Source: an optimization exercise on an open RTL-to-GDS flow (aim: small area). Production flows keep margins and buffers that such runs may drop. Function was checked by simulation only, so behaviour that the tests miss may differ from the original. No activity file was given, so power comes from the tool's default toggle rates.

==> job 4204: inputs <==
// aba_energy
module aba_energy (
    input  wire               clk,
    input  wire               rst,
    input  wire               run,
    input  wire               tick,
    input  wire signed [47:0] p1,
    input  wire signed [47:0] p2,
    input  wire signed [47:0] p3,
    input  wire        [47:0] s1,
    input  wire        [47:0] s2,
    input  wire        [47:0] s3,
    input  wire        [39:0] kp1,
    input  wire        [39:0] kp2,
    input  wire        [39:0] kp3,
    input  wire        [47:0] creep_thr,
    input  wire               wr_en,
    input  wire        [2:0]  wr_sel,
    input  wire        [63:0] wr_data,
    input  wire        [2:0]  rd_sel,
    output wire        [63:0] rd_count,
    output wire        [3:0]  dir
);
==> flow/config.mk <==
export PLATFORM = sky130hd
export DESIGN_NAME = aba_energy
export DESIGN_NICKNAME = aba_energy
export VERILOG_FILES = /design/flow/design.v
export SDC_FILE = /design/flow/constraint.sdc
export NUM_CORES = 4
export LEC_CHECK = 0
export CAP_MARGIN = 0
export CORE_MARGIN = 2
export CORE_UTILIZATION = 70
export CTS_BUF_LIST = sky130_fd_sc_hd__clkbuf_4
export GPL_TIMING_DRIVEN = 0
export SLEW_MARGIN = 0
==> flow/constraint.sdc <==
create_clock -name core_clock -period 20.0 [get_ports {clk}]
set_input_delay 4.0000 -clock core_clock [delete_from_list [all_inputs] [get_ports {clk}]]
set_output_delay 4.0000 -clock core_clock [all_outputs]
set_load 0.01 [all_outputs]
standard.sh (not shown) runs the stock make flow with config.mk's settings and CLKGATE_MAP_FILE= SYNTH_SCRIPT=/design/flow/synth_recipe.tcl, a recipe that flattens the netlist after the stock synthesis.
==> flow/flow/run.sh <==
#!/bin/bash
# Layout flow: the standard ORFS flow (standard.sh), with two changes:
#  - synthesis: the technology mapping of the combinational logic by ABC
#    uses an area-oriented script (flow/abc_area.script) instead of ORFS's
#    speed script; registers, their names and cells, flattening and
#    renaming are those of the standard synthesis;
#  - placement: every input and output port still gets its own buffer,
#    but a plain sky130_fd_sc_hd__buf_1 instead of the default cell;
#  - CTS: no dummy loads; leaf clusters and buffer as set below.
# Floorplan, placement, CTS and routing are otherwise the standard flow.
set -euo pipefail
W=$(cd "$(dirname "$0")/.." && pwd)
cat > "$W/area_synth.tcl" <<EOT
proc abc {args} {
  set i [lsearch \$args -script]
  if {\$i >= 0} { lset args [expr {\$i + 1}] {$W/flow/abc_area.script} }
  yosys abc {*}\$args
}
source {$W/synth_recipe.tcl}
EOT
sed "s#SYNTH_SCRIPT=[^ ]*#SYNTH_SCRIPT=$W/area_synth.tcl#" "$W/standard.sh" > "$W/area_standard.sh"
grep -q "SYNTH_SCRIPT=$W/area_synth.tcl" "$W/area_standard.sh"
export BUFFER_PORTS_ARGS="-buffer_cell sky130_fd_sc_hd__buf_1"
export CTS_ARGS="-sink_clustering_enable -repair_clock_nets -dont_use_dummy_load -buf_list sky130_fd_sc_hd__clkbuf_4 -sink_clustering_size 10 -sink_clustering_max_diameter 40"
bash "$W/area_standard.sh" > "$W/flow_make.log" 2>&1
==> flow/flow/abc_area.script <==
strash
&get -n
&fraig -x
&put
scorr
dc2
strash
&get -n
&dch -f
&nf -a
&put
==> inputs of job 6126, as changes to job 4204 <==
--- a/flow/design.v
+++ b/flow/design.v
@@ -22,10 +22,11 @@
 );
     reg  [47:0] pq0, pq1, pq2;       
     reg  [1:0]  tq;                  
     reg  [39:0] kr0, kr1, kr2;       
     reg  [2:0]  crp;                 
+    reg  [2:0]  pnz;                 
     reg         run_q;
     wire [79:0] kk1 = {kp2, kp2};
     wire [79:0] kk2 = {kp3, kp3};
     wire        lt1, lt2, lt3;
     aba_ltu u_lt1 (.a(s1), .b(creep_thr), .lt(lt1));
@@ -36,10 +37,11 @@
     always @(posedge clk) begin
         if (tick) begin
             pq1   <= p2;
             pq2   <= p3;
             crp   <= {lt3, lt2, lt1};
+            pnz   <= {|p3, |p2, |p1};
             run_q <= run;
         end
         if (tick | tstep)
             pq0 <= tick ? p1 : msum[47:0];
         if (tstep)
@@ -54,12 +56,11 @@
     reg  [2:0]  hc;                  
     reg         flush;               
     wire        tot_ph = (ph == 2'd3);
     wire        mstep  = busy & ~tot_ph & (sc < 6'd40);
     assign      tstep  = busy & ~tot_ph & (sc == 6'd49);
-    wire        win    = busy & ~rst & (tot_ph ? (sc >= 6'd1) & (sc < 6'd9)
-                                            : (sc >= 6'd40) & (sc < 6'd48));
+    wire        win    = busy & ~rst & (tot_ph ? (sc < 6'd8) : (sc >= 6'd40) & (sc < 6'd48));
     always @(posedge clk) begin
         if (rst) begin
             busy  <= 1'b0;
             ph    <= 2'd0;
             sc    <= 6'd0;
@@ -72,11 +73,11 @@
             if (tick) begin
                 busy <= 1'b1;
                 ph   <= 2'd0;
                 sc   <= 6'd0;
             end else if (busy) begin
-                if (tot_ph ? (sc == 6'd10) : (sc == 6'd49)) begin
+                if (tot_ph ? (sc == 6'd9) : (sc == 6'd49)) begin
                     sc <= 6'd0;
                     ph <= ph + 2'd1;
                     if (tot_ph)
                         busy <= 1'b0;
                 end else begin
@@ -87,24 +88,23 @@
     end
     reg  [47:0] acc;                 
     reg         lsb;                 
     reg         stk;                 
     reg         kpnz;                
-    reg         pnz;                 
     wire [49:0] tot  = {tq, pq0};
     wire        e0   = (ph == 2'd0);
     wire        e1   = (ph == 2'd1);
     wire        e2   = (ph == 2'd2);
     wire        kbit = (e0 & kr0[0]) | (e1 & kr1[0]) | (e2 & kr2[0]);
     wire        crs  = (e0 & crp[0]) | (e1 & crp[1]) | (e2 & crp[2]);
+    wire        nzs  = (e0 & pnz[0]) | (e1 & pnz[1]) | (e2 & pnz[2]);
     wire        neg  = (e0 & pq0[47]) | (e1 & pq1[47]) | (e2 & pq2[47]);
     wire        kg   = mstep & kbit & ~crs;
     wire        rup  = lsb & stk;    
-    wire        zchk = busy & (tot_ph ? (sc == 6'd0) : (sc == 6'd40));
-    wire        y0   = (kg & e0) | (tstep & ~e0) | (zchk & (e0 | tot_ph));
-    wire        y1   = (kg | zchk) & e1;
-    wire        y2   = (kg | zchk) & e2;
+    wire        y0   = (kg & e0) | (tstep & ~e0);
+    wire        y1   = kg & e1;
+    wire        y2   = kg & e2;
     wire [47:0] ylo  = ({48{y0}} & pq0) | ({48{y1}} & pq1) | ({48{y2}} & pq2);
     wire [1:0]  yhi  = ({2{kg}} & {2{neg}}) | ({2{tstep & ~e0}} & tq);
     wire        xclr = mstep & (sc == 6'd0);
     wire [47:0] xa   = acc & {48{~xclr}};
     wire [49:0] mx   = {{2{xa[47]}}, xa};
@@ -116,42 +116,39 @@
             acc  <= msum[48:1];
             lsb  <= msum[0];
             stk  <= ~xclr & (stk | lsb);
             kpnz <= (~xclr & kpnz) | kg;
         end
-        if (zchk)
-            pnz  <= (|ylo) | (tot_ph & (|tq));
     end
     reg  [63:0] cnt0, cnt1, cnt2, cnt3, cnt4, cnt5, cnt6, cnt7;
     reg  [31:0] res [0:7];           
     reg  [3:0]  dir_q;
     wire        tneg   = tq[1];
+    wire        tnz    = |tot;
     wire        rsgn   = tot_ph ? tneg : neg;
     wire [2:0]  target = {ph, rsgn};
     wire        upd    = win & (hc == target) & run_q &
-                         (tot_ph ? pnz : (~crs & kpnz));
+                         (tot_ph ? tnz : (nzs & ~crs & kpnz));
     wire [2:0]  sel = busy ? target : rd_sel;
     wire [7:0]  oh  = rst ? 8'd0 : (8'd1 << sel);
     wire [63:0] rdm = ({64{oh[0]}} & cnt0) | ({64{oh[1]}} & cnt1) |
                       ({64{oh[2]}} & cnt2) | ({64{oh[3]}} & cnt3) |
                       ({64{oh[4]}} & cnt4) | ({64{oh[5]}} & cnt5) |
                       ({64{oh[6]}} & cnt6) | ({64{oh[7]}} & cnt7);
     reg         u2, u3, c32q, c64q;
     wire        u1  = upd;
-    wire        u2g = u2 & ~rst;
-    wire [49:0] rbv = tot_ph ? tot : {2'b00, acc};
-    wire [49:0] rbx = rbv ^ {{2{tot_ph & tneg}}, {48{rsgn}}};
-    wire [49:0] rb  = {rbx[49:32] & {18{u2g}}, rbx[31:0] & {32{u1}}};
-    wire        rc  = u1 & (tot_ph ? tneg : (neg ? ~rup : lsb));
+    wire [49:0] rbx = tot_ph ? (tot ^ {50{tneg}}) : {2'b00, acc ^ {48{neg}}};
+    wire [49:0] rb  = {rbx[49:32] & {18{~rst}}, rbx[31:0]};
+    wire        rc  = tot_ph ? tneg : (neg ? ~rup : lsb);
     wire [31:0] sum1, sum2, sum3;
     wire        co1, co2, co3;
     aba_rca #(.W(32), .F(32)) u_r1 (.a(res[0]), .b(rb[31:0]), .ci(rc),
                                     .s(sum1), .co(co1));
     aba_rca #(.W(32), .F(18)) u_r2 (.a(rdm[31:0]), .b({14'd0, rb[49:32]}),
-                                    .ci(c32q & u2g), .s(sum2), .co(co2));
+                                    .ci(c32q & ~rst), .s(sum2), .co(co2));
     aba_rca #(.W(32), .F(0))  u_r3 (.a(rdm[63:32]), .b(32'd0),
-                                    .ci(c64q & u3 & ~rst), .s(sum3), .co(co3));
+                                    .ci(c64q & ~rst), .s(sum3), .co(co3));
     always @(posedge clk) begin
         u2   <= u1 & ~rst;
         u3   <= u2 & ~rst;
         c32q <= co1;
         c64q <= co2;
@@ -187,18 +184,18 @@
     end
     integer i;
     always @(posedge clk) begin
         for (i = 0; i < 7; i = i + 1)
             res[i] <= res[i + 1];
-        res[7] <= sum1 & {32{~flush}};
+        res[7] <= u1 ? sum1 : (flush ? 32'd0 : res[0]);
     end
     always @(posedge clk) begin
         if (rst)
             dir_q <= 4'd0;
-        else if (tstep & pnz)
+        else if (tstep & nzs)
             dir_q[ph] <= neg;
-        else if (busy & tot_ph & (sc == 6'd1) & pnz)
+        else if (busy & tot_ph & (sc == 6'd0) & tnz)
             dir_q[3] <= tneg;
     end
     assign rd_count = rdm;
     assign dir      = dir_q;
 endmodule
==> flow/flow/run.sh (replaced) <==
#!/bin/bash
# Layout flow: the standard ORFS flow (standard.sh), with two changes:
#  - synthesis: the technology mapping of the combinational logic by ABC
#    uses an area-oriented script (flow/abc_area.script) instead of ORFS's
#    speed script; registers, their names and cells, flattening and
#    renaming are those of the standard synthesis;
#  - placement: every input and output port still gets its own buffer,
#    but a plain sky130_fd_sc_hd__buf_1 instead of the default cell.
# Floorplan, placement, CTS and routing are otherwise the standard flow.
set -euo pipefail
W=$(cd "$(dirname "$0")/.." && pwd)
cat > "$W/area_synth.tcl" <<EOT
proc abc {args} {
  set i [lsearch \$args -script]
  if {\$i >= 0} { lset args [expr {\$i + 1}] {$W/flow/abc_area.script} }
  yosys abc {*}\$args
}
source {$W/synth_recipe.tcl}
EOT
sed "s#SYNTH_SCRIPT=[^ ]*#SYNTH_SCRIPT=$W/area_synth.tcl#" "$W/standard.sh" > "$W/area_standard.sh"
grep -q "SYNTH_SCRIPT=$W/area_synth.tcl" "$W/area_standard.sh"
export BUFFER_PORTS_ARGS="-buffer_cell sky130_fd_sc_hd__buf_1"
bash "$W/area_standard.sh" > "$W/flow_make.log" 2>&1
CAP_MARGIN = 20   (was 0)
CORE_UTILIZATION = 30   (was 70)
GPL_TIMING_DRIVEN = not set   (was 0)
SLEW_MARGIN = 20   (was 0)
==> results by group <==
Logic synthesis
  • Synth Area in Adders: 7.090%

Pwr
  • P_sw: 1.356 mW

Layout
  • Post-layout util: 36.40%
  • Ant diodes: 14

Outcome
  • Status: complete, no violations
# the run above: job 6126

==> results by group <==
Outcome
  • Status: complete, no violations

Layout
  • Post-layout util: 80.38%
  • Ant diodes: 34

Pwr
  • P_sw: 1.040 mW

Setup path
  • Delay-heaviest family, CP: adder cells

Global route
  • Largest net degree at the start of global routing: 49

STA
  • Min setup slack post-route: 0.5939 ns
# the run above: job 4204


========
==> indigo: inputs <==
Another version of the RTL of aba_energy (not shown whole).
==> flow/config.mk <==
export PLATFORM = sky130hd
export DESIGN_NAME = aba_energy
export DESIGN_NICKNAME = aba_energy
export VERILOG_FILES = /design/flow/design.v
export SDC_FILE = /design/flow/constraint.sdc
export NUM_CORES = 4
export LEC_CHECK = 0
export CAP_MARGIN = 20
export CORE_MARGIN = 2
export CORE_UTILIZATION = 50
export CTS_BUF_LIST = sky130_fd_sc_hd__clkbuf_4
export SLEW_MARGIN = 20
==> flow/constraint.sdc <==
create_clock -name core_clock -period 20.0 [get_ports {clk}]
set_input_delay 4.0000 -clock core_clock [delete_from_list [all_inputs] [get_ports {clk}]]
set_output_delay 4.0000 -clock core_clock [all_outputs]
set_load 0.01 [all_outputs]
==> flow/flow/run.sh <==
#!/bin/bash
# Layout flow: the standard ORFS flow (standard.sh), with two changes:
#  - synthesis: the technology mapping of the combinational logic by ABC
#    uses an area-oriented script (flow/abc_area.script) instead of ORFS's
#    speed script; registers, their names and cells, flattening and
#    renaming are those of the standard synthesis;
#  - placement: every input and output port still gets its own buffer,
#    but a plain sky130_fd_sc_hd__buf_1 instead of the default cell;
#  - CTS: no dummy loads; leaf clusters and buffer as set below.
# Floorplan, placement, CTS and routing are otherwise the standard flow.
set -euo pipefail
W=$(cd "$(dirname "$0")/.." && pwd)
cat > "$W/area_synth.tcl" <<EOT
proc abc {args} {
  set i [lsearch \$args -script]
  if {\$i >= 0} { lset args [expr {\$i + 1}] {$W/flow/abc_area.script} }
  yosys abc {*}\$args
}
source {$W/synth_recipe.tcl}
EOT
sed "s#SYNTH_SCRIPT=[^ ]*#SYNTH_SCRIPT=$W/area_synth.tcl#" "$W/standard.sh" > "$W/area_standard.sh"
grep -q "SYNTH_SCRIPT=$W/area_synth.tcl" "$W/area_standard.sh"
export BUFFER_PORTS_ARGS="-buffer_cell sky130_fd_sc_hd__buf_1"
export CTS_ARGS="-sink_clustering_enable -repair_clock_nets -dont_use_dummy_load -buf_list sky130_fd_sc_hd__clkbuf_4 -sink_clustering_size 10 -sink_clustering_max_diameter 60"
bash "$W/area_standard.sh" > "$W/flow_make.log" 2>&1
Scripts as last shown in full above: flow/flow/abc_area.script
==> pepper: changes against indigo <==
--- a/flow/design.v
+++ b/flow/design.v
@@ -132,28 +132,25 @@
     wire [7:0]  oh  = rst ? 8'd0 : (8'd1 << sel);
     wire [63:0] rdm = ({64{oh[0]}} & cnt0) | ({64{oh[1]}} & cnt1) |
                       ({64{oh[2]}} & cnt2) | ({64{oh[3]}} & cnt3) |
                       ({64{oh[4]}} & cnt4) | ({64{oh[5]}} & cnt5) |
                       ({64{oh[6]}} & cnt6) | ({64{oh[7]}} & cnt7);
     reg         u2, u3, c32q, c64q;
     wire        u1  = upd;
-    wire        u2g = u2 & ~rst;
-    wire [49:0] rbt = tot ^ {50{tneg}};
-    wire [49:0] rbe = {2'b00, acc ^ {48{neg}}};
-    wire [49:0] rb  = {({18{u2g & tot_ph}} & rbt[49:32]) | ({18{u2g & ~tot_ph}} & rbe[49:32]),
-                       ({32{u1 & tot_ph}} & rbt[31:0]) | ({32{u1 & ~tot_ph}} & rbe[31:0])};
-    wire        rc  = u1 & (tot_ph ? tneg : (neg ? ~rup : lsb));
+    wire [49:0] rbx = tot_ph ? (tot ^ {50{tneg}}) : {2'b00, acc ^ {48{neg}}};
+    wire [49:0] rb  = {rbx[49:32] & {18{~rst}}, rbx[31:0]};
+    wire        rc  = tot_ph ? tneg : (neg ? ~rup : lsb);
     wire [31:0] sum1, sum2, sum3;
     wire        co1, co2, co3;
     aba_rca #(.W(32), .F(32)) u_r1 (.a(res[0]), .b(rb[31:0]), .ci(rc),
                                     .s(sum1), .co(co1));
     aba_rca #(.W(32), .F(18)) u_r2 (.a(rdm[31:0]), .b({14'd0, rb[49:32]}),
-                                    .ci(c32q & u2g), .s(sum2), .co(co2));
+                                    .ci(c32q & ~rst), .s(sum2), .co(co2));
     aba_rca #(.W(32), .F(0))  u_r3 (.a(rdm[63:32]), .b(32'd0),
-                                    .ci(c64q & u3 & ~rst), .s(sum3), .co(co3));
+                                    .ci(c64q & ~rst), .s(sum3), .co(co3));
     always @(posedge clk) begin
         u2   <= u1 & ~rst;
         u3   <= u2 & ~rst;
         c32q <= co1;
         c64q <= co2;
     end
     wire        wr_act = wr_en & ~run & ~rst;
@@ -185,15 +182,15 @@
         if (en_hi[6]) cnt6[63:32] <= bus[63:32];
         if (en_hi[7]) cnt7[63:32] <= bus[63:32];
     end
     integer i;
     always @(posedge clk) begin
         for (i = 0; i < 7; i = i + 1)
             res[i] <= res[i + 1];
-        res[7] <= sum1 & {32{~flush}};
+        res[7] <= u1 ? sum1 : (flush ? 32'd0 : res[0]);
     end
     always @(posedge clk) begin
         if (rst)
             dir_q <= 4'd0;
         else if (tstep & nzs)
             dir_q[ph] <= neg;
         else if (busy & tot_ph & (sc == 6'd0) & tnz)
==> flow/run.sh (new file) <==
#!/bin/bash
# synth_recipe.tcl (not shown) runs the flow's synth.tcl, then flattens the netlist and writes it again
# the make line also repeats each setting of config.mk as NAME=value (left out here)
make -C /OpenROAD-flow-scripts/flow DESIGN_CONFIG=/design/flow/config.mk WORK_HOME=/design/flow/orfs CLKGATE_MAP_FILE= SYNTH_SCRIPT=/design/flow/synth_recipe.tcl finish
- CORE_UTILIZATION: 50 -> 30
- CTS_BUF_LIST: sky130_fd_sc_hd__clkbuf_4 -> not set
removed: flow/flow/run.sh
removed: flow/flow/abc_area.script
removed: flow/standard.sh
==> summary of the runs <==
- In pepper the synthesized cell count is higher than in indigo, by about 17%.
- In indigo the critical path depth is higher than in pepper, by 4.
- In pepper the worst hold slack is better than in indigo, by 0.016 ns.
- In indigo the non-clock buffer count is higher than in pepper, by 4.
- In indigo the core utilization is higher than in pepper, by 18 points.
- Between indigo and pepper, the lower register-to-register slack is in indigo (gap 0.34 ns).
- Against indigo, the clock-buffer cell count of pepper is higher by 6.
- Of pepper and indigo, pepper has the higher final cell count (gap about 27%, measured against indigo).
- In indigo the clock skew is higher than in pepper, by 0.083 ns.

## port drivers added, routing unchanged
How much do the figures lean on ideal ports? The routed layouts below were timed once more, with nothing changed but the port constraints.
Step 1: set_driving_cell puts a clkbuf_16 on clk and a buf_2 on each other input, an assumption about the parent block.
Step 2 also shifts input and output timing later by t, the mid clock arrival at the registers, as if the neighbouring blocks saw the same clock.
Slacks: ideal ports / drivers / drivers and shift; pairs: ideal ports / drivers.
run	t (ns)	setup slack, ns	worst setup path after step 2	latest minus earliest clock arrival (ns)
job 4204	1.052	0.594 / 0.594 / 0.009	input to register	0.102 / 0.101
job 6126	1.255	1.980 / 1.980 / 1.980	register to register	0.183 / 0.183
indigo	1.027	1.667 / 1.667 / 0.972	input to register	0.194 / 0.194
pepper	0.811	2.011 / 2.011 / 2.011	register to register	0.106 / 0.106
After both steps setup and hold are still met in every run listed. For indigo, which loses most, drivers alone change the setup slack by 0.000 ns; drivers and shift together by -0.695 ns.
